What follows belongs to an exercise in optimizing a design on an open flow for small area and a short achievable clock period; a production flow would make more cautious choices. In this exercise RTL edits were held to simulation tests only and were not proved equivalent to the original. No driver is modelled on the clock port, so clocking that relies on it looks cheaper here than on a real chip.

==> flow/design.v (excerpt) <==
module franel_tx (
    input  wire         clk,
    input  wire         rst,         
    input  wire         load,        
    input  wire [3:0]   ftype,       
    input  wire [2:0]   ln,          
    input  wire [31:0]  cf,          
    input  wire [255:0] groups,      
    output wire [39:0]  blk,         
    output wire         blk_valid,
    output wire [2:0]   blk_idx      
);
Size: about 1100 cells after synthesis, about 350 flip-flops.
==> flow/config.mk <==
export PLATFORM = sky130hd
export DESIGN_NAME = franel_tx
export DESIGN_NICKNAME = franel_tx
export VERILOG_FILES = /design/flow/design.v
export SDC_FILE = /design/flow/constraint.sdc
export NUM_CORES = 4
export LEC_CHECK = 0
export CAP_MARGIN = 20
export CORE_MARGIN = 2
export CORE_UTILIZATION = 65
export CTS_BUF_LIST = sky130_fd_sc_hd__clkbuf_16
export CTS_CLUSTER_DIAMETER = 80
export CTS_CLUSTER_SIZE = 30
export SLEW_MARGIN = 20
==> flow/constraint.sdc <==
create_clock -name core_clock -period 25.0 [get_ports {clk}]
set_input_delay 5.0000 -clock core_clock [delete_from_list [all_inputs] [get_ports {clk}]]
set_output_delay 5.0000 -clock core_clock [all_outputs]
set_load 0.01 [all_outputs]
standard.sh (not shown) runs the stock make flow with config.mk's settings and CLKGATE_MAP_FILE= SYNTH_SCRIPT=/design/flow/synth_recipe.tcl, a recipe that flattens the netlist after the stock synthesis.
==> flow/flow/run.sh <==
#!/bin/bash
# Layout: the standard flow (standard.sh), with these changes to how it is made:
#  - synthesis is the standard flow's synthesis script with one change: abc maps with
#    abc_area_nf.script (my_synth.tcl); registers come from dfflibmap as before;
#  - the port buffers are sky130_fd_sc_hd__buf_1 instead of the flow's default pick;
#  - after CTS, repair_timing is asked for more setup slack than the clock period
#    needs (post_cts.tcl), worst path only, so the critical paths get sized.
set -euo pipefail
here=$(pwd)
export BUFFER_PORTS_ARGS="-buffer_cell sky130_fd_sc_hd__buf_1"
export POST_CTS_TCL="$here/flow/post_cts.tcl"
export MY_SETUP_MARGIN=19.0
export MY_TNS=0
export MY_ABC_SCRIPT="$here/flow/abc_area_nf.script"
bash standard.sh SYNTH_SCRIPT="$here/flow/my_synth.tcl" > "$here/standard_flow.log" 2>&1
grep -q "my_synth: abc" orfs/logs/*/franel_tx/base/1_2_yosys.log
==> flow/flow/abc_area_nf.script <==
&get -n
&st
&dch -f
&nf -R 1000
&put
==> flow/flow/my_synth.tcl <==
# The standard synthesis script (synth_recipe.tcl), unchanged except that
# ORFS's abc call maps with the script in MY_ABC_SCRIPT (area-oriented &nf
# with area recovery, no buffering or gate sizing) instead of abc_speed.script.
# Registers are mapped by dfflibmap before abc, so they are the same as the
# standard synthesis's.
proc abc {args} {
  set i [lsearch -exact $args -script]
  if {$i >= 0} { lset args [expr {$i + 1}] $::env(MY_ABC_SCRIPT) }
  puts "my_synth: abc $args"
  yosys abc {*}$args
}
proc synth {args} { yosys synth -nofsm -noshare {*}$args }
source $::env(SCRIPTS_DIR)/synth.tcl
# left out here: clear keep_hierarchy, flatten, clean up, hide names made inside functions, write 1_2_yosys.v
==> flow/flow/post_cts.tcl <==
# Sourced by ORFS's cts.tcl after its own repair: push setup timing past the 25 ns
# target (worst path only), then legalise the placement again.
repair_timing -setup -setup_margin $::env(MY_SETUP_MARGIN) -repair_tns $::env(MY_TNS) -verbose
detailed_placement
check_placement -verbose
The baseline passed the timing, DRC and antenna checks.
Then changed:
==> flow/flow/run.sh (replaced) <==
#!/bin/bash
# Layout: the standard flow, with two changes to how it is made:
#  - the port buffers are sky130_fd_sc_hd__buf_1 instead of the flow's default pick;
#  - after CTS, repair_timing is asked for more setup slack than the clock period needs
#    (post_cts.tcl), so the critical paths are sized and buffered.
set -euo pipefail
here=$(pwd)
export BUFFER_PORTS_ARGS="-buffer_cell sky130_fd_sc_hd__buf_1"
export POST_CTS_TCL="$here/flow/post_cts.tcl"
export MY_SETUP_MARGIN=19.0
export MY_TNS=0
bash standard.sh > "$here/standard_flow.log" 2>&1
removed: flow/flow/abc_area_nf.script
removed: flow/flow/my_synth.tcl
=>
- non-clock buffer count is lower by 3
- hold slack hardly moves
- design area went up by 3.3%
- critical path depth goes up by 1
- setup slack is better by 0.19 ns
- synthesized area grows by 6.0%

[port drivers added, routing unchanged]
No port has a modelled driver above. Below, the same layouts with a new extraction and two added sets of constraints. Step 1: set_driving_cell puts a clkbuf_16 on clk and a buf_2 on each other input, an assumption about the parent block. Step 2 adds t to the input delays and takes it off the output delays; t is the mean of the earliest and latest rising clock arrival at the registers after step 1. Input paths then give back, and output paths get back, about the clock's delay inside the block. a / b / c = ideal ports / drivers / drivers and shift; a / b = the first two.
run | t, ns | slack for setup (ns) | worst hold slack (ns) | slew at the worst register clock pin (ns) | pins driven straight from the clock port
the first run | 0.536 | 18.693 / 18.704 / 18.168 | 0.400 / 0.400 / 0.400 | 0.11 / 0.11 | 1
the second run | 0.536 | 18.885 / 18.890 / 18.362 | 0.399 / 0.399 / 0.399 | 0.11 / 0.11 | 1
After both steps setup and hold are still met in every run listed. For the first run, which loses most, drivers alone change the setup slack by +0.011 ns; drivers and shift together by -0.525 ns.
